From an optimization exercise on the open Yosys and OpenROAD flow, aimed at small area; shortcuts taken in it are not production practice.
No run shown here included a check of the RTL's function; only the layout flow was run.
Power figures rest on the tool's default switching activity, not on a simulated workload.

File: design/flow/standard.sh
#!/bin/bash
# synth_recipe.tcl (not shown) runs the flow's synth.tcl, then flattens the netlist and writes it again
# the make line also repeats each setting of config.mk as NAME=value (left out here)
make -C /OpenROAD-flow-scripts/flow DESIGN_CONFIG=/design/flow/config.mk WORK_HOME=/design/flow/orfs CLKGATE_MAP_FILE= SYNTH_SCRIPT=/design/flow/synth_recipe.tcl "${@:-finish}"
File: design/flow/design.v
module tm_sintab (
    input  wire [8:0]  j,
    output wire [14:0] s
);
    reg [14:0] base;
    reg [7:0] slope;
    reg [3:0] res;
    always @* begin
        case (j[8:3])
            6'd0: base = 15'd0;
            6'd1: base = 15'd1608;
            6'd2: base = 15'd3212;
            6'd3: base = 15'd4808;
            6'd4: base = 15'd6393;
            6'd5: base = 15'd7962;
            6'd6: base = 15'd9512;
            6'd7: base = 15'd11039;
            6'd8: base = 15'd12539;
            6'd9: base = 15'd14010;
            6'd10: base = 15'd15446;
            6'd11: base = 15'd16846;
            6'd12: base = 15'd18204;
            6'd13: base = 15'd19519;
            6'd14: base = 15'd20787;
            6'd15: base = 15'd22005;
            6'd16: base = 15'd23170;
            6'd17: base = 15'd24279;
            6'd18: base = 15'd25329;
            6'd19: base = 15'd26319;
            6'd20: base = 15'd27245;
            6'd21: base = 15'd28105;
            6'd22: base = 15'd28898;
            6'd23: base = 15'd29621;
            6'd24: base = 15'd30273;
            6'd25: base = 15'd30852;
            6'd26: base = 15'd31356;
            6'd27: base = 15'd31785;
            6'd28: base = 15'd32137;
            6'd29: base = 15'd32412;
            6'd30: base = 15'd32609;
            6'd31: base = 15'd32728;
            6'd32: base = 15'd32767;
            default: base = 15'd0;
        endcase
    end
    always @* begin
        case (j[8:3])
            6'd0: slope = 8'd201;
            6'd1: slope = 8'd200;
            6'd2: slope = 8'd199;
            6'd3: slope = 8'd198;
            6'd4: slope = 8'd196;
            6'd5: slope = 8'd193;
            6'd6: slope = 8'd190;
            6'd7: slope = 8'd187;
            6'd8: slope = 8'd183;
            6'd9: slope = 8'd179;
            6'd10: slope = 8'd175;
            6'd11: slope = 8'd169;
            6'd12: slope = 8'd164;
            6'd13: slope = 8'd158;
            6'd14: slope = 8'd152;
            6'd15: slope = 8'd145;
            6'd16: slope = 8'd138;
            6'd17: slope = 8'd131;
            6'd18: slope = 8'd123;
            6'd19: slope = 8'd115;
            6'd20: slope = 8'd107;
            6'd21: slope = 8'd99;
            6'd22: slope = 8'd90;
            6'd23: slope = 8'd81;
            6'd24: slope = 8'd72;
            6'd25: slope = 8'd63;
            6'd26: slope = 8'd53;
            6'd27: slope = 8'd44;
            6'd28: slope = 8'd34;
            6'd29: slope = 8'd24;
            6'd30: slope = 8'd14;
            6'd31: slope = 8'd4;
            6'd32: slope = 8'd0;
            default: slope = 8'd0;
        endcase
    end
    always @* begin
        case (j)
            9'd0: res = 4'd0;
            9'd1: res = 4'd0;
            9'd2: res = 4'd0;
            9'd3: res = 4'd0;
            9'd4: res = 4'd0;
            9'd5: res = 4'd0;
            9'd6: res = 4'd0;
            9'd7: res = 4'd0;
            9'd8: res = 4'd0;
            9'd9: res = 4'd1;
            9'd10: res = 4'd1;
            9'd11: res = 4'd2;
            9'd12: res = 4'd2;
            9'd13: res = 4'd3;
            9'd14: res = 4'd3;
            9'd15: res = 4'd4;
            9'd16: res = 4'd0;
            9'd17: res = 4'd1;
            9'd18: res = 4'd2;
            9'd19: res = 4'd2;
            9'd20: res = 4'd3;
            9'd21: res = 4'd3;
            9'd22: res = 4'd4;
            9'd23: res = 4'd4;
            9'd24: res = 4'd0;
            9'd25: res = 4'd1;
            9'd26: res = 4'd1;
            9'd27: res = 4'd2;
            9'd28: res = 4'd2;
            9'd29: res = 4'd2;
            9'd30: res = 4'd2;
            9'd31: res = 4'd1;
            9'd32: res = 4'd0;
            9'd33: res = 4'd1;
            9'd34: res = 4'd1;
            9'd35: res = 4'd2;
            9'd36: res = 4'd2;
            9'd37: res = 4'd2;
            9'd38: res = 4'd2;
            9'd39: res = 4'd2;
            9'd40: res = 4'd0;
            9'd41: res = 4'd2;
            9'd42: res = 4'd3;
            9'd43: res = 4'd4;
            9'd44: res = 4'd5;
            9'd45: res = 4'd6;
            9'd46: res = 4'd6;
            9'd47: res = 4'd6;
            9'd48: res = 4'd0;
            9'd49: res = 4'd2;
            9'd50: res = 4'd4;
            9'd51: res = 4'd5;
            9'd52: res = 4'd6;
            9'd53: res = 4'd7;
            9'd54: res = 4'd7;
            9'd55: res = 4'd7;
            9'd56: res = 4'd0;
            9'd57: res = 4'd2;
            9'd58: res = 4'd4;
            9'd59: res = 4'd5;
            9'd60: res = 4'd6;
            9'd61: res = 4'd6;
            9'd62: res = 4'd6;
            9'd63: res = 4'd5;
            9'd64: res = 4'd0;
            9'd65: res = 4'd3;
            9'd66: res = 4'd5;
            9'd67: res = 4'd6;
            9'd68: res = 4'd8;
            9'd69: res = 4'd8;
            9'd70: res = 4'd8;
            9'd71: res = 4'd8;
            9'd72: res = 4'd0;
            9'd73: res = 4'd2;
            9'd74: res = 4'd4;
            9'd75: res = 4'd6;
            9'd76: res = 4'd6;
            9'd77: res = 4'd7;
            9'd78: res = 4'd6;
            9'd79: res = 4'd6;
            9'd80: res = 4'd0;
            9'd81: res = 4'd2;
            9'd82: res = 4'd4;
            9'd83: res = 4'd5;
            9'd84: res = 4'd5;
            9'd85: res = 4'd4;
            9'd86: res = 4'd3;
            9'd87: res = 4'd2;
            9'd88: res = 4'd0;
            9'd89: res = 4'd3;
            9'd90: res = 4'd5;
            9'd91: res = 4'd7;
            9'd92: res = 4'd8;
            9'd93: res = 4'd9;
            9'd94: res = 4'd9;
            9'd95: res = 4'd8;
            9'd96: res = 4'd0;
            9'd97: res = 4'd3;
            9'd98: res = 4'd5;
            9'd99: res = 4'd7;
            9'd100: res = 4'd8;
            9'd101: res = 4'd8;
            9'd102: res = 4'd7;
            9'd103: res = 4'd5;
            9'd104: res = 4'd0;
            9'd105: res = 4'd3;
            9'd106: res = 4'd6;
            9'd107: res = 4'd7;
            9'd108: res = 4'd8;
            9'd109: res = 4'd8;
            9'd110: res = 4'd8;
            9'd111: res = 4'd6;
            9'd112: res = 4'd0;
            9'd113: res = 4'd3;
            9'd114: res = 4'd5;
            9'd115: res = 4'd7;
            9'd116: res = 4'd8;
            9'd117: res = 4'd7;
            9'd118: res = 4'd6;
            9'd119: res = 4'd5;
            9'd120: res = 4'd0;
            9'd121: res = 4'd4;
            9'd122: res = 4'd6;
            9'd123: res = 4'd8;
            9'd124: res = 4'd9;
            9'd125: res = 4'd9;
            9'd126: res = 4'd9;
            9'd127: res = 4'd7;
            9'd128: res = 4'd0;
            9'd129: res = 4'd3;
            9'd130: res = 4'd6;
            9'd131: res = 4'd8;
            9'd132: res = 4'd9;
            9'd133: res = 4'd10;
            9'd134: res = 4'd9;
            9'd135: res = 4'd7;
            9'd136: res = 4'd0;
            9'd137: res = 4'd3;
            9'd138: res = 4'd6;
            9'd139: res = 4'd8;
            9'd140: res = 4'd8;
            9'd141: res = 4'd8;
            9'd142: res = 4'd7;
            9'd143: res = 4'd5;
            9'd144: res = 4'd0;
            9'd145: res = 4'd4;
            9'd146: res = 4'd7;
            9'd147: res = 4'd10;
            9'd148: res = 4'd11;
            9'd149: res = 4'd11;
            9'd150: res = 4'd10;
            9'd151: res = 4'd8;
            9'd152: res = 4'd0;
            9'd153: res = 4'd4;
            9'd154: res = 4'd7;
            9'd155: res = 4'd10;
            9'd156: res = 4'd11;
            9'd157: res = 4'd11;
            9'd158: res = 4'd10;
            9'd159: res = 4'd9;
            9'd160: res = 4'd0;
            9'd161: res = 4'd4;
            9'd162: res = 4'd7;
            9'd163: res = 4'd9;
            9'd164: res = 4'd10;
            9'd165: res = 4'd10;
            9'd166: res = 4'd9;
            9'd167: res = 4'd7;
            9'd168: res = 4'd0;
            9'd169: res = 4'd4;
            9'd170: res = 4'd7;
            9'd171: res = 4'd9;
            9'd172: res = 4'd9;
            9'd173: res = 4'd9;
            9'd174: res = 4'd7;
            9'd175: res = 4'd5;
            9'd176: res = 4'd0;
            9'd177: res = 4'd4;
            9'd178: res = 4'd7;
            9'd179: res = 4'd9;
            9'd180: res = 4'd10;
            9'd181: res = 4'd10;
            9'd182: res = 4'd9;
            9'd183: res = 4'd6;
            9'd184: res = 4'd0;
            9'd185: res = 4'd4;
            9'd186: res = 4'd8;
            9'd187: res = 4'd10;
            9'd188: res = 4'd11;
            9'd189: res = 4'd11;
            9'd190: res = 4'd10;
            9'd191: res = 4'd7;
            9'd192: res = 4'd0;
            9'd193: res = 4'd4;
            9'd194: res = 4'd7;
            9'd195: res = 4'd9;
            9'd196: res = 4'd10;
            9'd197: res = 4'd10;
            9'd198: res = 4'd9;
            9'd199: res = 4'd6;
            9'd200: res = 4'd0;
            9'd201: res = 4'd4;
            9'd202: res = 4'd7;
            9'd203: res = 4'd9;
            9'd204: res = 4'd9;
            9'd205: res = 4'd9;
            9'd206: res = 4'd7;
            9'd207: res = 4'd4;
            9'd208: res = 4'd0;
            9'd209: res = 4'd5;
            9'd210: res = 4'd8;
            9'd211: res = 4'd11;
            9'd212: res = 4'd12;
            9'd213: res = 4'd12;
            9'd214: res = 4'd11;
            9'd215: res = 4'd9;
            9'd216: res = 4'd0;
            9'd217: res = 4'd4;
            9'd218: res = 4'd7;
            9'd219: res = 4'd9;
            9'd220: res = 4'd10;
            9'd221: res = 4'd9;
            9'd222: res = 4'd8;
            9'd223: res = 4'd5;
            9'd224: res = 4'd0;
            9'd225: res = 4'd5;
            9'd226: res = 4'd8;
            9'd227: res = 4'd11;
            9'd228: res = 4'd12;
            9'd229: res = 4'd11;
            9'd230: res = 4'd10;
            9'd231: res = 4'd7;
            9'd232: res = 4'd0;
            9'd233: res = 4'd5;
            9'd234: res = 4'd9;
            9'd235: res = 4'd11;
            9'd236: res = 4'd13;
            9'd237: res = 4'd13;
            9'd238: res = 4'd11;
            9'd239: res = 4'd9;
            9'd240: res = 4'd0;
            9'd241: res = 4'd5;
            9'd242: res = 4'd9;
            9'd243: res = 4'd12;
            9'd244: res = 4'd13;
            9'd245: res = 4'd13;
            9'd246: res = 4'd12;
            9'd247: res = 4'd10;
            9'd248: res = 4'd0;
            9'd249: res = 4'd5;
            9'd250: res = 4'd9;
            9'd251: res = 4'd12;
            9'd252: res = 4'd13;
            9'd253: res = 4'd13;
            9'd254: res = 4'd13;
            9'd255: res = 4'd10;
            9'd256: res = 4'd0;
            default: res = 4'd0;
        endcase
    end
    wire [14:0] y1 = {11'd0, res};
    wire [14:0] z1 = {7'd0, j[0] ? slope : 8'd0};
    wire [14:0] s1 = base ^ y1 ^ z1;
    wire [14:0] c1 = ((base & (y1 | z1)) | (y1 & z1)) << 1;
    wire [14:0] y2 = c1;
    wire [14:0] z2 = {6'd0, j[1] ? slope : 8'd0, 1'd0};
    wire [14:0] s2 = s1 ^ y2 ^ z2;
    wire [14:0] c2 = ((s1 & (y2 | z2)) | (y2 & z2)) << 1;
    wire [14:0] y3 = c2;
    wire [14:0] z3 = {5'd0, j[2] ? slope : 8'd0, 2'd0};
    wire [14:0] s3 = s2 ^ y3 ^ z3;
    wire [14:0] c3 = ((s2 & (y3 | z3)) | (y3 & z3)) << 1;
    tm_rca #(.W(15)) u_add (.a(s3), .b(c3), .ci(1'b0), .s(s), .co());
endmodule
module tm_sincos (
    input  wire [9:0]  n,
    output wire [14:0] mag,
    output wire        neg
);
    wire [8:0] m_neg;
    tm_rca #(.W(9)) u_neg (.a({1'b0, ~n[7:0]}), .b(9'h000), .ci(1'b1), .s(m_neg), .co());
    wire [8:0] j = n[8] ? m_neg : {1'b0, n[7:0]};
    tm_sintab u_tab (.j(j), .s(mag));
    assign neg = n[9];
endmodule
module tm_mon (
    input  wire        clk,
    input  wire        rst_n,             
    input  wire        smp_vld,           
    input  wire [11:0] code_u,            
    input  wire [11:0] code_v,
    input  wire [11:0] code_w,
    input  wire [15:0] theta,             
    input  wire [15:0] t_cmd,             
    input  wire [15:0] t_ce,              
    input  wire        active,            
    input  wire [47:0] iha_ofs,           
    input  wire [47:0] iha_gain,          
    input  wire [15:0] psi_pm,            
    input  wire [15:0] ld,                
    input  wire [15:0] lq,                
    input  wire [15:0] lq_k,              
    input  wire [3:0]  pole_pairs,
    input  wire [15:0] w_pct,             
    input  wire [15:0] w_abs,             
    input  wire [15:0] cnt_lim,           
    output reg         res_vld,
    output wire [15:0] t_tm,              
    output wire [15:0] i_d,               
    output wire [15:0] i_q,               
    output reg         exc_over,          
    output reg         dis_over,          
    output reg  [15:0] err_cnt,
    output reg         trip               
);
    reg [35:0] s_code;                     
    reg [9:0]  s_th;
    reg [15:0] s_tcmd, s_tce;
    reg        s_active;
    always @(posedge clk) begin
        if (smp_vld) begin
            s_th     <= theta[15:6];
            s_tcmd   <= t_cmd;
            s_tce    <= t_ce;
            s_active <= active;
        end
    end
    localparam [5:0] LAST = 6'd61;
    reg [5:0] cnt;                         
    wire [5:0] cnt_inc;
    tm_rca #(.W(6)) u_inc (.a(cnt), .b(6'd0), .ci(1'b1), .s(cnt_inc), .co());
    always @(posedge clk) begin
        if (!rst_n)
            cnt <= 6'd0;
        else if (smp_vld)
            cnt <= 6'd1;
        else if (cnt != 6'd0)
            cnt <= (cnt == LAST) ? 6'd0 : cnt_inc;
    end
    reg signed [24:0] acc;
    wire       [15:0] S = s_code[15:0];    
    reg        [15:0] R0, Rd, Rq;          
    reg               blw;                 
    reg               wsel;                
    reg               g_cy, g_c5;          
    reg        [1:0]  g_xp;                
    assign t_tm = R0;
    assign i_d  = Rd;
    assign i_q  = Rq;
    localparam [4:0] M_G0 = 5'd0, M_G1 = 5'd1, M_G2 = 5'd2, M_CA2 = 5'd3, M_CA = 5'd4,
                     M_CB = 5'd5, M_TAB = 5'd6, M_LQK = 5'd7, M_LQ = 5'd8, M_LD = 5'd9,
                     M_ID4 = 5'd10, M_PSI = 5'd11, M_3P = 5'd12, M_IQ = 5'd13,
                     M_R0 = 5'd14, M_TCE = 5'd15, M_CMD = 5'd16,
                     M_WP = 5'd18, M_ERR = 5'd19, M_LIM = 5'd20, M_ONE = 5'd21,
                     M_WA = 5'd22;
    localparam [3:0] C_GEN = 4'd0, C_R0L = 4'd1, C_R0H = 4'd2, C_RDL = 4'd3, C_RDH = 4'd4,
                     C_RQL = 4'd5, C_RQH = 4'd6, C_SL = 4'd7, C_SH = 4'd8, C_ONE = 4'd9,
                     C_FF = 4'd10, C_ZERO = 4'd11;
    localparam [1:0] B_0 = 2'd0, B_LW = 2'd1, B_WIRE = 2'd2;
    reg [4:0] msel;
    wire [4:0] msel_w = wsel ? M_WP : M_WA;
    reg [3:0] csel;
    reg [1:0] bsel;
    reg       clr, shift, kill;
    reg       neg_c;                       
    reg       use_tab, tab_cos, neg_iq;    
    reg [1:0] gk, gj;                      
    reg       gen;
    always @* begin
        msel = M_ONE; csel = C_ZERO; bsel = B_0;
        clr = 1'b0; shift = 1'b0; kill = 1'b0;
        neg_c = 1'b0; use_tab = 1'b0; tab_cos = 1'b0; neg_iq = 1'b0;
        gk = 2'd0; gj = 2'd0; gen = 1'b0;
        case (cnt)
            6'd1, 6'd2, 6'd3, 6'd4, 6'd5, 6'd6, 6'd7, 6'd8, 6'd9: begin
                gen = 1'b1;
                gk = (cnt <= 6'd3) ? 2'd0 : (cnt <= 6'd6) ? 2'd1 : 2'd2;
                gj = (cnt == 6'd1 || cnt == 6'd4 || cnt == 6'd7) ? 2'd0 :
                     (cnt == 6'd2 || cnt == 6'd5 || cnt == 6'd8) ? 2'd1 : 2'd2;
                msel = (gk == 2'd0) ? M_G0 : (gk == 2'd1) ? M_G1 : M_G2;
                csel = C_GEN;
                bsel = (gj == 2'd0) ? B_0 : B_LW;
                clr  = (gj == 2'd0);
                shift = (gj != 2'd2);
            end
            6'd10: begin msel = M_CA2; csel = C_R0L; clr = 1'b1; end
            6'd11: begin msel = M_CA;  csel = C_RDL; neg_c = 1'b1; end
            6'd12: begin msel = M_CA;  csel = C_RQL; neg_c = 1'b1; shift = 1'b1; end
            6'd13: begin msel = M_CA2; csel = C_R0H; bsel = B_WIRE; end
            6'd14: begin msel = M_CA;  csel = C_RDH; bsel = B_WIRE; neg_c = 1'b1; end
            6'd15: begin msel = M_CA;  csel = C_RQH; bsel = B_WIRE; neg_c = 1'b1; shift = 1'b1; end
            6'd16: begin msel = M_CB; csel = C_RDL; clr = 1'b1; end
            6'd17: begin msel = M_CB; csel = C_RQL; neg_c = 1'b1; shift = 1'b1; end
            6'd18: begin msel = M_CB; csel = C_RDH; bsel = B_WIRE; end
            6'd19: begin msel = M_CB; csel = C_RQH; bsel = B_WIRE; neg_c = 1'b1; shift = 1'b1; end
            6'd20: begin msel = M_TAB; use_tab = 1'b1; neg_c = 1'b1; csel = C_R0L; clr = 1'b1; end
            6'd21: begin msel = M_TAB; use_tab = 1'b1; tab_cos = 1'b1; csel = C_RDL; shift = 1'b1; end
            6'd22: begin msel = M_TAB; use_tab = 1'b1; neg_c = 1'b1; csel = C_R0H; bsel = B_WIRE; end
            6'd23: begin msel = M_TAB; use_tab = 1'b1; tab_cos = 1'b1; csel = C_RDH; bsel = B_WIRE; shift = 1'b1; end
            6'd24: begin msel = M_TAB; use_tab = 1'b1; tab_cos = 1'b1; csel = C_R0L; clr = 1'b1; end
            6'd25: begin msel = M_TAB; use_tab = 1'b1; csel = C_RDL; shift = 1'b1; end
            6'd26: begin msel = M_TAB; use_tab = 1'b1; tab_cos = 1'b1; csel = C_R0H; bsel = B_WIRE; end
            6'd27: begin msel = M_TAB; use_tab = 1'b1; csel = C_RDH; bsel = B_WIRE; shift = 1'b1; end
            6'd28: begin msel = M_LQK; neg_iq = 1'b1; csel = C_RQL; clr = 1'b1; shift = 1'b1; end
            6'd29: begin msel = M_LQK; neg_iq = 1'b1; csel = C_RQH; bsel = B_WIRE; shift = 1'b1; end
            6'd30: begin msel = M_LQ; csel = C_SL; clr = 1'b1; shift = 1'b1; end
            6'd31: begin msel = M_LQ; csel = C_SL; bsel = B_LW; shift = 1'b1; end
            6'd32: begin msel = M_LQ; csel = C_R0L; bsel = B_LW; shift = 1'b1; end
            6'd33: begin msel = M_LQ; csel = C_FF; bsel = B_LW; end
            6'd34: begin msel = M_LD; csel = C_ONE; clr = (R0[15:8] != 8'd0); shift = 1'b1; end
            6'd35: begin msel = M_ID4; csel = C_SH; clr = 1'b1; shift = 1'b1; end
            6'd36: begin msel = M_ID4; csel = C_R0L; bsel = B_LW; shift = 1'b1; end
            6'd37: begin msel = M_ID4; csel = C_R0H; bsel = B_LW; end
            6'd38: begin msel = M_PSI; csel = C_ONE; shift = 1'b1; end
            6'd39: begin msel = M_3P; csel = C_SH; clr = 1'b1; shift = 1'b1; end
            6'd40: begin msel = M_3P; csel = C_R0L; bsel = B_LW; shift = 1'b1; end
            6'd41: begin msel = M_3P; csel = C_R0H; bsel = B_LW; end
            6'd42: begin msel = M_IQ; csel = C_SL; clr = 1'b1; shift = 1'b1; end
            6'd43: begin msel = M_IQ; csel = C_SL; bsel = B_LW; shift = 1'b1; end
            6'd44: begin msel = M_IQ; csel = C_R0L; bsel = B_LW; shift = 1'b1; end
            6'd45: begin msel = M_IQ; csel = C_R0H; bsel = B_LW; end
            6'd46: begin msel = M_WA; csel = C_ONE; clr = 1'b1; end           
            6'd47: begin msel = M_WP; csel = C_ONE; neg_c = 1'b1; end         
            6'd48: begin msel = M_R0; csel = C_ONE; clr = 1'b1; end           
            6'd49: begin msel = msel_w; csel = C_ONE;                        
                         neg_c = s_tcmd[15]; kill = s_tcmd[15]; end
            6'd50: begin msel = M_R0; csel = C_ONE; clr = 1'b1; end           
            6'd51: begin msel = M_CMD; csel = C_ONE; neg_c = 1'b1; end        
            6'd52: begin msel = msel_w; csel = C_ONE;                        
                         neg_c = ~s_tcmd[15]; kill = ~s_tcmd[15]; end
            6'd53, 6'd56: begin msel = M_R0; csel = C_ONE; clr = 1'b1; end   
            6'd54, 6'd57: begin msel = M_TCE; csel = C_ONE; neg_c = 1'b1; end  
            6'd55: begin msel = msel_w; csel = C_ONE; neg_c = 1'b1; kill = 1'b1; end
            6'd58: begin msel = msel_w; csel = C_ONE; end
            6'd59: begin msel = M_ONE; csel = s_active ? C_ONE : C_ZERO; clr = 1'b1;
                         neg_c = ~(exc_over | dis_over); end
            6'd60: begin msel = M_ERR; csel = s_active ? C_ONE : C_ZERO; end
            6'd61: begin msel = M_LIM; csel = C_ONE; neg_c = 1'b1; end
            default: ;
        endcase
    end
    wire [14:0] tab;
    wire        tab_neg;
    tm_sincos u_sc (.n(s_th + (tab_cos ? 10'd256 : 10'd0)), .mag(tab), .neg(tab_neg));
    wire neg = neg_c ^ (use_tab & tab_neg) ^ (neg_iq & Rq[15]);
    wire [11:0] g_code = (gk == 2'd0) ? s_code[11:0] : (gk == 2'd1) ? s_code[23:12] : s_code[35:24];
    wire [15:0] g_ofs  = (gk == 2'd0) ? iha_ofs[15:0] : (gk == 2'd1) ? iha_ofs[31:16] : iha_ofs[47:32];
    wire [23:0] g_cx   = {{13{~g_code[11]}}, g_code[10:0]};
    wire [23:0] g_of   = {{8{g_ofs[15]}}, g_ofs};
    wire [7:0]  g_cxc  = (gj == 2'd0) ? g_cx[7:0] : (gj == 2'd1) ? g_cx[15:8] : g_cx[23:16];
    wire [7:0]  g_ofc  = (gj == 2'd0) ? g_of[7:0] : (gj == 2'd1) ? g_of[15:8] : g_of[23:16];
    wire        g_first = (gj == 2'd0);
    wire [8:0]  g_xs, g_5s;
    wire [7:0]  g_x    = g_xs[7:0];
    wire [7:0]  g_x4   = {g_x[5:0], g_first ? 2'b00 : g_xp};
    tm_rca #(.W(8)) u_gx (.a(g_cxc), .b(~g_ofc), .ci(g_first | g_cy), .s(g_xs[7:0]), .co(g_xs[8]));
    tm_rca #(.W(8)) u_g5 (.a(g_x), .b(g_x4), .ci(~g_first & g_c5), .s(g_5s[7:0]), .co(g_5s[8]));
    always @(posedge clk) begin
        if (gen) begin
            g_cy <= g_xs[8];
            g_c5 <= g_5s[8];
            g_xp <= g_x[7:6];
        end
    end
    wire [5:0] p3;                         
    tm_rca #(.W(6)) u_p3 (.a({1'b0, pole_pairs, 1'b0}), .b({2'b00, pole_pairs}), .ci(1'b0), .s(p3), .co());
    reg signed [19:0] M;
    always @* begin
        case (msel)
            M_G0:  M = {1'b0, iha_gain[15:0],  3'b000};
            M_G1:  M = {1'b0, iha_gain[31:16], 3'b000};
            M_G2:  M = {1'b0, iha_gain[47:32], 3'b000};
            M_CA2: M = 20'sd43690;
            M_CA:  M = 20'sd21845;
            M_CB:  M = 20'sd37837;
            M_TAB: M = {4'b0000, tab, 1'b0};
            M_LQK: M = {4'b0000, lq_k};
            M_LQ:  M = {4'b0000, lq};
            M_LD:  M = {4'b0000, ld};
            M_ID4: M = {Rd, 4'b0000};
            M_PSI: M = {4'b0000, psi_pm};
            M_3P:  M = {14'd0, p3};
            M_IQ:  M = {{4{Rq[15]}}, Rq};
            M_R0:  M = {{4{R0[15]}}, R0};
            M_TCE: M = {{4{s_tce[15]}}, s_tce};
            M_CMD: M = {{4{s_tcmd[15]}}, s_tcmd};
            M_WP:  M = {4'b0000, w_pct};
            M_WA:  M = {4'b0000, w_abs};
            M_ERR: M = {4'b0000, err_cnt};
            M_LIM: M = {4'b0000, cnt_lim};
            default: M = 20'sd1;
        endcase
    end
    reg [7:0] ch;
    reg       ch_wire;                     
    always @* begin
        ch_wire = 1'b0;
        case (csel)
            C_GEN:  ch = g_5s[7:0];
            C_R0L:  ch = R0[7:0];
            C_R0H:  begin ch = R0[15:8]; ch_wire = R0[7]; end
            C_RDL:  ch = Rd[7:0];
            C_RDH:  begin ch = Rd[15:8]; ch_wire = Rd[7]; end
            C_RQL:  ch = Rq[7:0];
            C_RQH:  begin ch = Rq[15:8]; ch_wire = Rq[7]; end
            C_SL:   ch = S[7:0];
            C_SH:   ch = S[15:8];
            C_ONE:  ch = 8'h01;
            C_FF:   ch = 8'hFF;
            default: ch = 8'h00;
        endcase
    end
    wire bl = (bsel == B_LW) ? blw : (bsel == B_WIRE) ? ch_wire : 1'b0;
    wire [8:0]  bb = {ch, bl};
    wire [20:0] rw [0:3];
    wire [3:0]  rs;
    genvar gi;
    generate
        for (gi = 0; gi < 4; gi = gi + 1) begin : g_row
            wire one = bb[2*gi+1] ^ bb[2*gi];
            wire two = (bb[2*gi+2] & ~bb[2*gi+1] & ~bb[2*gi]) | (~bb[2*gi+2] & bb[2*gi+1] & bb[2*gi]);
            wire [20:0] pp = ({21{one}} & {M[19], M}) | ({21{two}} & {M, 1'b0});
            assign rs[gi] = (bb[2*gi+2] ^ neg) & (one | two);
            assign rw[gi] = (pp ^ {21{rs[gi]}}) ^ 21'h100000;
        end
    endgenerate
    wire [27:0] sum;
    tm_macsum u_sum (.a((clr ? 26'd0 : {acc[24], acc}) ^ 26'h2000000), .r0(rw[0]), .r1(rw[1]), .r2(rw[2]),
                     .r3(rw[3]), .rs({rs[3:1], rs[0] & ~kill}), .sum(sum));
    wire [15:0] sat_acc = (acc[24:15] == {10{acc[24]}}) ? acc[15:0]
                                                         : (acc[24] ? 16'h8000 : 16'h7FFF);
    wire [15:0] sat_tq  = (acc[24:8] == {17{acc[24]}}) ? {acc[8:0], S[15:9]}
                                                         : (acc[24] ? 16'h8000 : 16'h7FFF);
    wire busy = (cnt != 6'd0);
    wire sgn  = sum[27];
    always @(posedge clk) begin
        acc <= shift ? {{5{sum[27]}}, sum[27:8]} : sum[24:0];
        if (smp_vld)
            s_code <= {code_w, code_v, code_u};
        else if (shift && !gen)
            s_code[15:0] <= {sum[7:0], S[15:8]};
        blw <= ch[7];
        if (cnt == 6'd4 || cnt == 6'd16 || cnt == 6'd30 || cnt == 6'd35 ||
            cnt == 6'd39 || cnt == 6'd42)
            R0 <= sat_acc;
        if (cnt == 6'd46)
            R0 <= sat_tq;
        if (cnt == 6'd7 || cnt == 6'd20 || cnt == 6'd28)
            Rd <= sat_acc;
        if (cnt == 6'd10 || cnt == 6'd24)
            Rq <= sat_acc;
        if (cnt == 6'd47)
            wsel <= sgn;
        if (cnt == 6'd49)
            exc_over <= s_tcmd[15] ? ~sgn : sgn;
        if (cnt == 6'd52)
            exc_over <= exc_over | (s_tcmd[15] ? sgn : ~sgn);
        if (cnt == 6'd55)
            dis_over <= ~sgn;
        if (cnt == 6'd58)
            dis_over <= dis_over | sgn;
    end
    always @(posedge clk) begin
        if (!rst_n) begin
            res_vld <= 1'b0;
            err_cnt <= 16'd0;
            trip    <= 1'b0;
        end else begin
            res_vld <= (cnt == LAST);
            if (cnt == LAST) begin
                if (!s_active)
                    err_cnt <= 16'd0;
                else if (!(acc[16] | acc[24]))
                    err_cnt <= acc[15:0];
                if (s_active && !sgn)
                    trip <= 1'b1;
            end
        end
    end
endmodule
module tm_rca #(parameter W = 8) (
    input  wire [W-1:0] a,
    input  wire [W-1:0] b,
    input  wire         ci,
    output wire [W-1:0] s,
    output wire         co
);
    wire [W:0] c;
    assign c[0] = ci;
    genvar i;
    generate
        for (i = 0; i < W; i = i + 1) begin : g_bit
            assign s[i]   = a[i] ^ b[i] ^ c[i];
            assign c[i+1] = (a[i] & (b[i] | c[i])) | (b[i] & c[i]);
        end
    endgenerate
    assign co = c[W];
endmodule
module tm_macsum (
    input  wire [25:0] a,
    input  wire [20:0] r0,
    input  wire [20:0] r1,
    input  wire [20:0] r2,
    input  wire [20:0] r3,
    input  wire [3:0]  rs,
    output wire [27:0] sum
);
    wire t1 = a[4] ^ r0[4];
    wire t2 = a[4] & r0[4];
    wire t3 = a[5] ^ r0[5];
    wire t4 = a[5] & r0[5];
    wire t5 = a[6] ^ r0[6] ^ r1[4];
    wire t6 = (a[6] & (r0[6] | r1[4])) | (r0[6] & r1[4]);
    wire t7 = r2[2] ^ r3[0];
    wire t8 = r2[2] & r3[0];
    wire t9 = a[7] ^ r0[7] ^ r1[5];
    wire t10 = (a[7] & (r0[7] | r1[5])) | (r0[7] & r1[5]);
    wire t11 = r2[3] ^ r3[1];
    wire t12 = r2[3] & r3[1];
    wire t13 = a[8] ^ r0[8] ^ r1[6];
    wire t14 = (a[8] & (r0[8] | r1[6])) | (r0[8] & r1[6]);
    wire t15 = r2[4] ^ r3[2];
    wire t16 = r2[4] & r3[2];
    wire t17 = a[9] ^ r0[9] ^ r1[7];
    wire t18 = (a[9] & (r0[9] | r1[7])) | (r0[9] & r1[7]);
    wire t19 = r2[5] ^ r3[3];
    wire t20 = r2[5] & r3[3];
    wire t21 = a[10] ^ r0[10] ^ r1[8];
    wire t22 = (a[10] & (r0[10] | r1[8])) | (r0[10] & r1[8]);
    wire t23 = r2[6] ^ r3[4];
    wire t24 = r2[6] & r3[4];
    wire t25 = a[11] ^ r0[11] ^ r1[9];
    wire t26 = (a[11] & (r0[11] | r1[9])) | (r0[11] & r1[9]);
    wire t27 = r2[7] ^ r3[5];
    wire t28 = r2[7] & r3[5];
    wire t29 = a[12] ^ r0[12] ^ r1[10];
    wire t30 = (a[12] & (r0[12] | r1[10])) | (r0[12] & r1[10]);
    wire t31 = r2[8] ^ r3[6];
    wire t32 = r2[8] & r3[6];
    wire t33 = a[13] ^ r0[13] ^ r1[11];
    wire t34 = (a[13] & (r0[13] | r1[11])) | (r0[13] & r1[11]);
    wire t35 = r2[9] ^ r3[7];
    wire t36 = r2[9] & r3[7];
    wire t37 = a[14] ^ r0[14] ^ r1[12];
    wire t38 = (a[14] & (r0[14] | r1[12])) | (r0[14] & r1[12]);
    wire t39 = r2[10] ^ r3[8];
    wire t40 = r2[10] & r3[8];
    wire t41 = a[15] ^ r0[15] ^ r1[13];
    wire t42 = (a[15] & (r0[15] | r1[13])) | (r0[15] & r1[13]);
    wire t43 = r2[11] ^ r3[9];
    wire t44 = r2[11] & r3[9];
    wire t45 = a[16] ^ r0[16] ^ r1[14];
    wire t46 = (a[16] & (r0[16] | r1[14])) | (r0[16] & r1[14]);
    wire t47 = r2[12] ^ r3[10];
    wire t48 = r2[12] & r3[10];
    wire t49 = a[17] ^ r0[17] ^ r1[15];
    wire t50 = (a[17] & (r0[17] | r1[15])) | (r0[17] & r1[15]);
    wire t51 = r2[13] ^ r3[11];
    wire t52 = r2[13] & r3[11];
    wire t53 = a[18] ^ r0[18] ^ r1[16];
    wire t54 = (a[18] & (r0[18] | r1[16])) | (r0[18] & r1[16]);
    wire t55 = r2[14] ^ r3[12];
    wire t56 = r2[14] & r3[12];
    wire t57 = a[19] ^ r0[19] ^ r1[17];
    wire t58 = (a[19] & (r0[19] | r1[17])) | (r0[19] & r1[17]);
    wire t59 = r2[15] ^ r3[13];
    wire t60 = r2[15] & r3[13];
    wire t61 = a[20] ^ r0[20] ^ r1[18];
    wire t62 = (a[20] & (r0[20] | r1[18])) | (r0[20] & r1[18]);
    wire t63 = r2[16] ^ r3[14] ^ 1'b1;
    wire t64 = (r2[16] & (r3[14] | 1'b1)) | (r3[14] & 1'b1);
    wire t65 = a[21] ^ r1[19] ^ r2[17];
    wire t66 = (a[21] & (r1[19] | r2[17])) | (r1[19] & r2[17]);
    wire t67 = r3[15] ^ 1'b1;
    wire t68 = r3[15] & 1'b1;
    wire t69 = a[22] ^ r1[20] ^ r2[18];
    wire t70 = (a[22] & (r1[20] | r2[18])) | (r1[20] & r2[18]);
    wire t71 = a[23] ^ r2[19];
    wire t72 = a[23] & r2[19];
    wire t73 = a[2] ^ r0[2];
    wire t74 = a[2] & r0[2];
    wire t75 = a[3] ^ r0[3];
    wire t76 = a[3] & r0[3];
    wire t77 = r1[2] ^ r2[0] ^ rs[2];
    wire t78 = (r1[2] & (r2[0] | rs[2])) | (r2[0] & rs[2]);
    wire t79 = r1[3] ^ r2[1] ^ t3;
    wire t80 = (r1[3] & (r2[1] | t3)) | (r2[1] & t3);
    wire t81 = rs[3] ^ t5 ^ t7;
    wire t82 = (rs[3] & (t5 | t7)) | (t5 & t7);
    wire t83 = t9 ^ t11 ^ t6;
    wire t84 = (t9 & (t11 | t6)) | (t11 & t6);
    wire t85 = t13 ^ t15 ^ t10;
    wire t86 = (t13 & (t15 | t10)) | (t15 & t10);
    wire t87 = t17 ^ t19 ^ t14;
    wire t88 = (t17 & (t19 | t14)) | (t19 & t14);
    wire t89 = t21 ^ t23 ^ t18;
    wire t90 = (t21 & (t23 | t18)) | (t23 & t18);
    wire t91 = t25 ^ t27 ^ t22;
    wire t92 = (t25 & (t27 | t22)) | (t27 & t22);
    wire t93 = t29 ^ t31 ^ t26;
    wire t94 = (t29 & (t31 | t26)) | (t31 & t26);
    wire t95 = t33 ^ t35 ^ t30;
    wire t96 = (t33 & (t35 | t30)) | (t35 & t30);
    wire t97 = t37 ^ t39 ^ t34;
    wire t98 = (t37 & (t39 | t34)) | (t39 & t34);
    wire t99 = t41 ^ t43 ^ t38;
    wire t100 = (t41 & (t43 | t38)) | (t43 & t38);
    wire t101 = t45 ^ t47 ^ t42;
    wire t102 = (t45 & (t47 | t42)) | (t47 & t42);
    wire t103 = t49 ^ t51 ^ t46;
    wire t104 = (t49 & (t51 | t46)) | (t51 & t46);
    wire t105 = t53 ^ t55 ^ t50;
    wire t106 = (t53 & (t55 | t50)) | (t55 & t50);
    wire t107 = t57 ^ t59 ^ t54;
    wire t108 = (t57 & (t59 | t54)) | (t59 & t54);
    wire t109 = t61 ^ t63 ^ t58;
    wire t110 = (t61 & (t63 | t58)) | (t63 & t58);
    wire t111 = t65 ^ t67 ^ t62;
    wire t112 = (t65 & (t67 | t62)) | (t67 & t62);
    wire t113 = r3[16] ^ t69 ^ t66;
    wire t114 = (r3[16] & (t69 | t66)) | (t69 & t66);
    wire t115 = r3[17] ^ 1'b1 ^ t71;
    wire t116 = (r3[17] & (1'b1 | t71)) | (1'b1 & t71);
    wire t117 = a[24] ^ r2[20] ^ r3[18];
    wire t118 = (a[24] & (r2[20] | r3[18])) | (r2[20] & r3[18]);
    wire t119 = a[0] ^ r0[0];
    wire t120 = a[0] & r0[0];
    wire t121 = a[1] ^ r0[1];
    wire t122 = a[1] & r0[1];
    wire t123 = r1[0] ^ rs[1] ^ t73;
    wire t124 = (r1[0] & (rs[1] | t73)) | (rs[1] & t73);
    wire t125 = r1[1] ^ t75 ^ t74;
    wire t126 = (r1[1] & (t75 | t74)) | (t75 & t74);
    wire t127 = t1 ^ t77 ^ t76;
    wire t128 = (t1 & (t77 | t76)) | (t77 & t76);
    wire t129 = t2 ^ t79 ^ t78;
    wire t130 = (t2 & (t79 | t78)) | (t79 & t78);
    wire t131 = t4 ^ t81 ^ t80;
    wire t132 = (t4 & (t81 | t80)) | (t81 & t80);
    wire t133 = t8 ^ t83 ^ t82;
    wire t134 = (t8 & (t83 | t82)) | (t83 & t82);
    wire t135 = t12 ^ t85 ^ t84;
    wire t136 = (t12 & (t85 | t84)) | (t85 & t84);
    wire t137 = t16 ^ t87 ^ t86;
    wire t138 = (t16 & (t87 | t86)) | (t87 & t86);
    wire t139 = t20 ^ t89 ^ t88;
    wire t140 = (t20 & (t89 | t88)) | (t89 & t88);
    wire t141 = t24 ^ t91 ^ t90;
    wire t142 = (t24 & (t91 | t90)) | (t91 & t90);
    wire t143 = t28 ^ t93 ^ t92;
    wire t144 = (t28 & (t93 | t92)) | (t93 & t92);
    wire t145 = t32 ^ t95 ^ t94;
    wire t146 = (t32 & (t95 | t94)) | (t95 & t94);
    wire t147 = t36 ^ t97 ^ t96;
    wire t148 = (t36 & (t97 | t96)) | (t97 & t96);
    wire t149 = t40 ^ t99 ^ t98;
    wire t150 = (t40 & (t99 | t98)) | (t99 & t98);
    wire t151 = t44 ^ t101 ^ t100;
    wire t152 = (t44 & (t101 | t100)) | (t101 & t100);
    wire t153 = t48 ^ t103 ^ t102;
    wire t154 = (t48 & (t103 | t102)) | (t103 & t102);
    wire t155 = t52 ^ t105 ^ t104;
    wire t156 = (t52 & (t105 | t104)) | (t105 & t104);
    wire t157 = t56 ^ t107 ^ t106;
    wire t158 = (t56 & (t107 | t106)) | (t107 & t106);
    wire t159 = t60 ^ t109 ^ t108;
    wire t160 = (t60 & (t109 | t108)) | (t109 & t108);
    wire t161 = t64 ^ t111 ^ t110;
    wire t162 = (t64 & (t111 | t110)) | (t111 & t110);
    wire t163 = t68 ^ t113 ^ t112;
    wire t164 = (t68 & (t113 | t112)) | (t113 & t112);
    wire t165 = t70 ^ t115 ^ t114;
    wire t166 = (t70 & (t115 | t114)) | (t115 & t114);
    wire t167 = t72 ^ t117 ^ t116;
    wire t168 = (t72 & (t117 | t116)) | (t117 & t116);
    wire t169 = a[25] ^ r3[19] ^ t118;
    wire t170 = (a[25] & (r3[19] | t118)) | (r3[19] & t118);
    wire t171 = rs[0] ^ t119;
    wire t172 = rs[0] & t119;
    wire t173 = t121 ^ t120 ^ t172;
    wire t174 = (t121 & (t120 | t172)) | (t120 & t172);
    wire t175 = t123 ^ t122 ^ t174;
    wire t176 = (t123 & (t122 | t174)) | (t122 & t174);
    wire t177 = t125 ^ t124 ^ t176;
    wire t178 = (t125 & (t124 | t176)) | (t124 & t176);
    wire t179 = t127 ^ t126 ^ t178;
    wire t180 = (t127 & (t126 | t178)) | (t126 & t178);
    wire t181 = t129 ^ t128 ^ t180;
    wire t182 = (t129 & (t128 | t180)) | (t128 & t180);
    wire t183 = t131 ^ t130 ^ t182;
    wire t184 = (t131 & (t130 | t182)) | (t130 & t182);
    wire t185 = t133 ^ t132 ^ t184;
    wire t186 = (t133 & (t132 | t184)) | (t132 & t184);
    wire t187 = t135 ^ t134 ^ t186;
    wire t188 = (t135 & (t134 | t186)) | (t134 & t186);
    wire t189 = t137 ^ t136 ^ t188;
    wire t190 = (t137 & (t136 | t188)) | (t136 & t188);
    wire t191 = t139 ^ t138 ^ t190;
    wire t192 = (t139 & (t138 | t190)) | (t138 & t190);
    wire t193 = t141 ^ t140 ^ t192;
    wire t194 = (t141 & (t140 | t192)) | (t140 & t192);
    wire t195 = t143 ^ t142 ^ t194;
    wire t196 = (t143 & (t142 | t194)) | (t142 & t194);
    wire t197 = t145 ^ t144 ^ t196;
    wire t198 = (t145 & (t144 | t196)) | (t144 & t196);
    wire t199 = t147 ^ t146 ^ t198;
    wire t200 = (t147 & (t146 | t198)) | (t146 & t198);
    wire t201 = t149 ^ t148 ^ t200;
    wire t202 = (t149 & (t148 | t200)) | (t148 & t200);
    wire t203 = t151 ^ t150 ^ t202;
    wire t204 = (t151 & (t150 | t202)) | (t150 & t202);
    wire t205 = t153 ^ t152 ^ t204;
    wire t206 = (t153 & (t152 | t204)) | (t152 & t204);
    wire t207 = t155 ^ t154 ^ t206;
    wire t208 = (t155 & (t154 | t206)) | (t154 & t206);
    wire t209 = t157 ^ t156 ^ t208;
    wire t210 = (t157 & (t156 | t208)) | (t156 & t208);
    wire t211 = t159 ^ t158 ^ t210;
    wire t212 = (t159 & (t158 | t210)) | (t158 & t210);
    wire t213 = t161 ^ t160 ^ t212;
    wire t214 = (t161 & (t160 | t212)) | (t160 & t212);
    wire t215 = t163 ^ t162 ^ t214;
    wire t216 = (t163 & (t162 | t214)) | (t162 & t214);
    wire t217 = t165 ^ t164 ^ t216;
    wire t218 = (t165 & (t164 | t216)) | (t164 & t216);
    wire t219 = t167 ^ t166 ^ t218;
    wire t220 = (t167 & (t166 | t218)) | (t166 & t218);
    wire t221 = t169 ^ t168 ^ t220;
    wire t222 = (t169 & (t168 | t220)) | (t168 & t220);
    wire t223 = r3[20] ^ t170 ^ t222;
    wire t224 = (r3[20] & (t170 | t222)) | (t170 & t222);
    wire t225 = 1'b1 ^ t224;
    wire t226 = 1'b1 & t224;
    assign sum = {t225, t223, t221, t219, t217, t215, t213, t211, t209, t207, t205, t203, t201, t199, t197, t195, t193, t191, t189, t187, t185, t183, t181, t179, t177, t175, t173, t171};
endmodule
File: design/flow/config.mk
export PLATFORM = sky130hd
export DESIGN_NAME = tm_mon
export DESIGN_NICKNAME = tm_mon
export VERILOG_FILES = /design/flow/design.v
export SDC_FILE = /design/flow/constraint.sdc
export NUM_CORES = 4
export LEC_CHECK = 0
export CAP_MARGIN = 20
export CORE_MARGIN = 2
export CORE_UTILIZATION = 40
export SLEW_MARGIN = 20
export SYNTH_MEMORY_MAX_BITS = 32768
File: design/flow/constraint.sdc
create_clock -name core_clock -period 25.0 [get_ports {clk}]
set_input_delay 5.0000 -clock core_clock [delete_from_list [all_inputs] [get_ports {clk}]]
set_output_delay 5.0000 -clock core_clock [all_outputs]
set_load 0.01 [all_outputs]
File: design/flow/flow/run.sh
#!/bin/bash
set -euo pipefail
export BUFFER_PORTS_ARGS="-buffer_cell sky130_fd_sc_hd__buf_1"
bash standard.sh > standard_flow.log 2>&1
==> summary.txt, run 1 <==
* Buffers on Ports at 361
* Maximum cell stage delay along the critical path at 630 ps
* Most frequent cell on the critical path: fa_1
* Die Span Y at 231 um
* Actual transition at the worst max-transition pin at 1120 ps
* Worst max-slew margin expressed relative to the limit at 25.6%
* Die area at 53,200 sq um
* Asr flop ratio synth at 0%
* Initial antenna violation count at 4
* Mux share of post-synthesis cell area at 3.85%
* Routed Antenna Nets at 0
* Setup skew after layout at 12.5 ps
* Final worst-path setup slack at 3070 ps
* Ys flop type: edfxtp_1
* Mean instance size in the synthesized netlist at 8.49 sq um
* Basic-gate share of the synthesized area counting and, or, nand and nor cells at 17.9%
* Compound-Gate Fraction of Synth Area at 25.8%
* Number of placed I/O pins at 368
* Antenna cells at 0
* Max layer used: met5
* Routed via count at 22,000
* Cell types occupying the most area after synthesis: edfxtp_1 20%, fa_1 13%, dfxtp_1 4.9%
* Clock network latency to the later pin of the worst-skew pair at 490 ps
* Wire length of the first global-routing pass at 141,000 um
* Synth Instances at 2,420
* Max clock buf depth at 2
* Clock-pin slew reported for the worst setup and hold paths after clock tree synthesis at 90 ps
* Fin cells at 3,358
* Number of unique standard cell types used by synthesis at 107
* Count of TritonRoute iterations in the first routing pass at 8
* Total number of H-tree levels at 4
* Fmax at 45.6 MHz
* Status: no timing/DRC/antenna violations
* Detailed-placement wirelength estimate at 75,700 um
* Critical path class: in2reg
* Gates resized, CTS repair at 0
* Total gr overflow at 0
* Vias per std cell at 6.55
* Kind of cell adding the most delay to the critical path: adder cells
* Total CTS buffers at 17
* Crit path arrival time at 22,280 ps
* Max-cap violation count at 0
* Final critical path time including I/O delays and setup at 21,930 ps
* Core utilization of the finished layout at 45.2%
* Routed metal-1 wire length at 39,300 um
* Number of global-route vias before repair at 20,800
* Number of DRC markers after the initial detailed-route iteration at 3,136
* Slowest library cell on the worst path: xor2_2
* Sum Neg Setup Slack at 0 ps
* Routed length on met3 at 11,600 um
* Bufs and invs on worst path at 8
* Placer Congestion at 1.04
* Largest family of logic cells by synthesized area: compound AO/OA/AOI/OAI gates
* Number of synthesized register bits at 184
* Maximum fanout along the worst path at 33
* Final setup vio count at 0
* Inst Count DP at 3,326
* Final Net Count at 3,165
* Mapped Area at 20,600 sq um
* Parity-gate share of the synthesized area counting xor and xnor cells at 2.98%
* Net Count, Synth at 2,920
* Total detailed-routing wirelength at 97,400 um
* Synth top area share at 19.6%
* Peak ir drop on the vdd network at 0.218 mV
* Count of flip-flops with a built-in enable after synthesis at 134
* Number of max-slew violations in the final report at 0
* Pin count of the biggest net entering global routing at 57
* Final Hold Slack at 496 ps
* Number of placement rows at 83
* CTS sink cnt at 184
* Aggregate global-route resource usage at 36.0%
* Horiz. Die Dim at 231 um
* Routed wire per std cell at 29.0 um
* Fraction of final layout cells sized beyond drive strength 1 at 7.51%
* Post-synthesis sequential area ratio at 24.4%
* Setup repair after global routing missed its margin: no
* TritonCTS clock tree: built
* Sort of element at the end of the critical path: flop
* Buffer cell driving the clock tree root: clkbuf_16
* Power density over the cells at 171 nW/um^2
* Synth Area in Adders at 17.0%
* Kind of launch point of the worst setup path: primary input
* Period Utilization, post-route at 87.7%
* Fill cells at 5,146
* Number of buffers inserted for hold repair after clock tree synthesis at 0
* Pleak at 8.56 nW
* Area of the core region at 51,100 sq um
* Initial Utilization at 40.2%
* Hold Vio Cnt, Final at 0
* Worst min-delay path category: reg2reg
* Minimum setup slack after placement at 2570 ps
* Largest area contributor in the synthesized netlist: edfxtp_1
* Signed area change from the synthesized netlist to the final layout at 12.5%
* Total DRC errors in the routed layout at 0
* Warnings from Yosys at 2
* Buffers inserted during post-CTS setup optimization at 0
* Critical Path RT at 25,350 ps
* DR WL met2 at 42,200 um
cells in the final DEF (no fill, tap or decap), types with 15 or more instances in the layout:
cell,Yosys,layout
mux2_2,20,20
nor2_1,140,137
o211ai_1,18,18
a21boi_0,20,20
nand3b_1,15,15
edfxtp_1,134,134
buf_1,8,360
nand3_1,103,102
buf_4,11,70
and2_1,24,24
nor2b_1,16,16
nand4_1,27,27
a22oi_1,93,93
a31oi_1,63,63
nand2b_1,39,39
a21oi_1,133,129
o21ai_0,131,130
a222oi_1,21,21
mux2i_1,45,44
fa_1,131,131
and3_1,23,23
a22o_1,18,18
nor3_1,38,31
inv_1,184,184
xor2_1,33,31
a211oi_1,20,20
nand2_1,248,248
xnor2_1,37,35
a221oi_1,34,34
dfxtp_1,50,50
clkbuf_16,0,17
ha_1,69,69
a311oi_1,24,24
o22ai_1,17,17
synthesized netlist by cell type, types with 27 or more instances:
library cell	number
a21oi_1	133
a221oi_1	34
a22oi_1	93
a31oi_1	63
buf_2	50
clkbuf_1	127
dfxtp_1	50
edfxtp_1	134
fa_1	131
ha_1	69
inv_1	184
mux2i_1	45
nand2_1	248
nand2b_1	39
nand3_1	103
nand4_1	27
nor2_1	140
nor3_1	38
o21ai_0	131
xnor2_1	37
xor2_1	33
final timing paths:
path	end	depth (start not counted)	slack [ps]	from
max	acc[20]	51	3070	iha_ofs[31]
min	err_cnt[0]	2	500	err_cnt[0]
max reg2reg	acc[20]	59	3610	s_th[0]
min reg2reg	err_cnt[0]	2	500	err_cnt[0]
power breakdown:
group	leakage [nW]	switching, W	internal (W)
registers	1.68	0.0000768	0.000449
logic	6.58	0.00186	0.00128
clock network	0.289	0.000149	0.000143
sequential cells by signal (all words and copies together) (netlist names), 16 cells and up:
name and count:
s_code 36, s_tce 16, acc 25, Rq 16, Rd 16, R0 16
s_tcmd 16, err_cnt 16
metal layers:
metal,vias to the layer above,GRT usage [%]
met5,-,0
met4,6,14.5
met3,211,9.71
met2,1534,54.9
met1,10800,48.5
li1,9405,-
worst min-delay path, delay by kind of cell (launching register included):
kind,cells,cell delay (ps)
DFF,1,340
AOI/OAI and AO/OA,1,60
and+or+nand+nor,1,50
cells by family after synthesis:
family          after synthesis
compound gates              756
xor+xnor                     70
fa+ha+maj                   201
buf+inv                     392
flops                       184
mux                          71
simple gates                746
stage by stage:
step	cell area (sq um)	power (W)
floorplan	20600	0.00256
global placement	22500	0.00353
CTS	23100	0.00391
finish	23100	0.00396
detailed placement	22500	0.00360
global route	23100	0.00431
cell type report:
type / count / area (sq um) / share of cell area [%]
flip-flops and latches: 184 / 5020 / 21.7
multi-input cells: 1844 / 14000 / 60.8
inverters: 187 / 702 / 3.04
repair buffers: 431 / 1880 / 8.15
well taps: 680 / 851 / 3.68
clock inverters: 15 / 183 / 0.790
clock buffers: 17 / 425 / 1.84
==> run 2: changes to the inputs <==
==> design/flow/flow/run.sh (replaced) <==
#!/bin/bash
set -euo pipefail
export BUFFER_PORTS_ARGS="-buffer_cell sky130_fd_sc_hd__buf_1"
export CTS_ARGS="-sink_clustering_enable -repair_clock_nets -buf_list sky130_fd_sc_hd__clkbuf_16 -dont_use_dummy_load"
bash standard.sh > standard_flow.log 2>&1
==> run 2 against run 1 <==
Non-clock buffer count unchanged. Clock power is 19% lower. Largest power group unchanged. Flip-flop and latch count did not move. Routed wire length is essentially flat. Critical endpoint unchanged. Combinational power hardly changed. Power fell by 1.7%. Cell count decreased by 0.42%. Worst setup slack improved by 31 ps. Critical path type unchanged.
==> summary.txt, run 2 <==
* Maximum cell stage delay along the critical path at 650 ps (+20 ps)
* Top library cells by usage in the layout, fill and taps aside: 360 x buf_1, 248 x nand2_1, 184 x inv_1
* Die area at 53,200 sq um (unchanged)
* Count of TritonRoute iterations in the first routing pass at 9 (+1)
* Total DRC errors in the routed layout at 0 (unchanged)
* Routed Antenna Nets at 0 (unchanged)
* Signed area change from the synthesized netlist to the final layout at 11.6%
* Number of placement rows at 83 (unchanged)
* Flop-to-flop setup slack at 3600 ps (about the same)
* Pleak at 8.48 nW (-0.93%)
* Synth Instances at 2,420 (unchanged)
* Number of buffers inserted for hold repair after clock tree synthesis at 0 (unchanged)
* Number of placed I/O pins at 368 (unchanged)
* Period Utilization, post-route at 87.6% (-0.13 points)
* Setup repair after global routing missed its margin: no
* Critical path class: in2reg
* Fraction of final layout cells sized beyond drive strength 1 at 7.02% (-0.48 points)
* Clock-pin slew reported for the worst setup and hold paths after clock tree synthesis at 70 ps (-20 ps)
* Largest area contributor in the synthesized netlist: edfxtp_1
* Area of the core region at 51,100 sq um (unchanged)
* Maximum fanout along the worst path at 33 (unchanged)
* Fraction of power consumed by combinational cells at 80.4% (+1.0 points)
* Pin count of the biggest net entering global routing at 57 (unchanged)
* Post-synthesis sequential area ratio at 24.4% (unchanged)
* Worst r2r path cells at 59 (unchanged)
* Final setup vio count at 0 (unchanged)
* Sort of element at the end of the critical path: flop
* Placer Congestion at 1.04 (unchanged)
* Hold Vio Cnt, Final at 0 (unchanged)
* Actual transition at the worst max-transition pin at 1140 ps (+20.0 ps)
* Switching power share of the total at 52.6% (-0.13 points)
* Final Net Count at 3,165 (unchanged)
* Most common cell after layout, fill and taps aside: buf_1
* Worst hold start: err_cnt[0]
* Total CTS buffers at 17 (unchanged)
* Core utilization of the finished layout at 44.9% (-0.35 points)
* Number of DRC markers after the initial detailed-route iteration at 2,821 (-10%)
* Die Span Y at 231 um (unchanged)
* Most frequent cell on the critical path: fa_1
* Sum of internal, switching and leakage power at 0.00390 W (-1.7%)
* Worst min-delay path category: reg2reg
* Largest reg by FF count: s_code
* Synth top area share at 19.6% (unchanged)
* Power density over the cells at 170 nW/um^2 (-0.91%)
* Gates resized, CTS repair at 0 (unchanged)
* Post-route design area at 22,900 sq um (-0.78%)
* Largest registers: s_code x36, acc x25
* Buffers on Ports at 361 (unchanged)
* Asr flop ratio synth at 0% (unchanged)
* Warnings from Yosys at 2 (unchanged)
* Horiz. Die Dim at 231 um (unchanged)
* Most used standard cells in the synthesized netlist: 248 x nand2_1, 184 x inv_1, 140 x nor2_1
* Number of flip-flops under the largest register name at 36 (unchanged)
* Sum Neg Setup Slack at 0 ps (unchanged)
* Mapped Area at 20,600 sq um (unchanged)
* Clock network latency to the later pin of the worst-skew pair at 490 ps (about the same)
* Number of unique standard cell types used by synthesis at 107 (unchanged)
* Peak ir drop on the vdd network at 0.218 mV (+0.29%)
* Detailed-placement wirelength estimate at 75,700 um (unchanged)
* Worst reg2reg path endpoint: acc[20]
* Worst max-slew margin expressed relative to the limit at 24.3% (-1.3 points)
* TritonCTS clock tree: built
* Worst hold path cell count at 2 (unchanged)
* CTS sink cnt at 184 (unchanged)
* Max clock buf depth at 2 (unchanged)
* Ys flop type: edfxtp_1
* Aggregate global-route resource usage at 36.0% (-0.082 points)
* Net Count, Synth at 2,920 (unchanged)
* Relative contribution of the clock network to total power at 6.1% (-1.3 points)
* Inst Count DP at 3,326 (unchanged)
* Total detailed-routing wirelength at 97,400 um (about the same)
* Hold path endpoint: err_cnt[0]
* Buffers inserted during post-CTS setup optimization at 0 (unchanged)
* Slowest library cell on the worst path: xor2_2
* Mean instance size in the synthesized netlist at 8.49 sq um (unchanged)
* Fin cells at 3,344 (-0.42%)
* Routed via count at 22,000 (+0.12%)
* Fmax at 45.7 MHz (+0.14%)
* Number of global-route vias before repair at 20,700 (-0.37%)
* Reg-to-reg critical path startpoint: s_th[0]
* Setup skew after layout at 23.4 ps (+10.9 ps)
* Critical Path RT at 25,340 ps (about the same)
* Placed cell areas at 22,500 sq um (unchanged)
* Buffer cell driving the clock tree root: clkbuf_16
* Cell types occupying the most area after synthesis: edfxtp_1 20%, fa_1 13%, dfxtp_1 4.9%
* Fill cells at 5,161 (+0.29%)
* Initial antenna violation count at 5 (+1)
* Routed wire per std cell at 29.1 um (+0.45%)
* Status: no timing/DRC/antenna violations
* Seq pwr share at 13.5% (+0.2 points)
* Switching power total at 0.00205 W (-1.9%)
* Initial Utilization at 40.2% (unchanged)
* Most frequent cell after synthesis: nand2_1
* Crit path arrival time at 22,240 ps (-40 ps)
* Count of flip-flops with a built-in enable after synthesis at 134 (unchanged)
* Kind of launch point of the worst setup path: primary input
* P_int at 0.00185 W (-1.4%)
* Number of max-slew violations in the final report at 0 (unchanged)
* Wire length of the first global-routing pass at 141,000 um (-0.25%)
* Final critical path time including I/O delays and setup at 21,900 ps (-31.3 ps)
* Max-cap violation count at 0 (unchanged)
* Total gr overflow at 0 (unchanged)
* Vias per std cell at 6.59 (+0.54%)
* Total number of H-tree levels at 4 (unchanged)
* Number of synthesized register bits at 184 (unchanged)
-- run 2: worst max path at each step --
stage,to,slack [ps],from
6_report,acc[20],3100,iha_ofs[31]
3_3_place_gp,acc[21],2700,iha_ofs[31]
3_5_place_dp,acc[20],2570,iha_ofs[31]
5_1_grt,acc[20],2350,iha_ofs[31]
2_1_floorplan,dis_over,3780,iha_ofs[31]
4_1_cts,acc[20],3100,iha_ofs[31]
-- run 2: cells by family (layout without fill, tap and decap cells) --
family / Yosys count / count (layout) / synth area share [%]
AOI/OAI and AO/OA: 756 / 756 / 25.8
and+or+nand+nor: 746 / 746 / 17.9
buffers and inverters: 392 / 635 / 7.97
adders and majority gates: 201 / 201 / 17.0
DFF: 184 / 184 / 24.4
muxes: 71 / 71 / 3.85
xor gates and xnor gates: 70 / 70 / 2.98
other: 0 / 1 / 0
-- run 2: per-layer routing --
metal  part of all wire (%)  track usage, %
met1                     40            48.2
met2                     43            54.7
met3                     12            10.1
met4                    4.7            14.4
met5                  0.027               0
-- run 2: area by class of cell --
| cell class | instances | area, sq um | area share (%) |
|---|---|---|---|
| diodes | 1 | 2.50 | 0.0109 |
| multi-input cells | 1844 | 14000 | 61.2 |
| clock buffers | 17 | 425 | 1.85 |
| flip-flops and latches | 184 | 5020 | 21.9 |
| repair buffers | 431 | 1880 | 8.21 |
| inverters | 187 | 702 | 3.06 |
| well taps | 680 | 851 | 3.71 |
-- run 2: worst max-delay path: cells and delay by family --
kind | cells | cell delay, ps
buffers and inverters | 8 | 1090
XOR/XNOR | 1 | 650
adder cells (fa/ha/maj) | 32 | 13840
AO/OA/AOI/OAI | 6 | 1010
AND/OR/NAND/NOR | 4 | 650
-- run 2: per-stage QoR --
step | setup WS, ps | hold WS, ps
final | 3100 | 492
after global routing | 2350 | 536
after CTS | 3100 | 496
after detailed placement | 2570 | 486
after global placement | 2700 | 476
after floorplan | 3780 | 476
-- run 2: power groups by stage --
stage,registers [W],clock network (W),logic (W)
after global placement,0.000528,0,0.00300
after CTS,0.000521,0.000237,0.00309
final,0.000527,0.000237,0.00313
after detailed placement,0.000528,0,0.00307
after global routing,0.000527,0.000247,0.00347
after floorplan,0.000476,0,0.00208

## re-timing with driven ports
The results above use ideal ports. As a check the final layouts listed here were re-extracted and re-timed, cells and wires unchanged.
Step 1 assumes that a clkbuf_16 drives the clock port and a buf_2 every other input.
Step 2 moves the port delays by t, midway between the first and last clock arrival at a register: inputs arrive t later, outputs are due t later. That takes back most of the time a late clock gives input paths.
a / b / c = ideal / step 1 / step 2; a / b = the first two.
| run | t, ns | setup slack, ns | hold WS [ns] |
|---|---|---|---|
| run 1 | 0.537 | 3.072 / 3.098 / 2.561 | 0.496 / 0.496 / 0.496 |
| run 2 | 0.530 | 3.103 / 3.130 / 2.600 | 0.492 / 0.492 / 0.492 |
After both steps setup and hold are still met in every run listed. For run 1, which loses most, drivers alone change the setup slack by +0.026 ns; drivers and shift together by -0.511 ns.
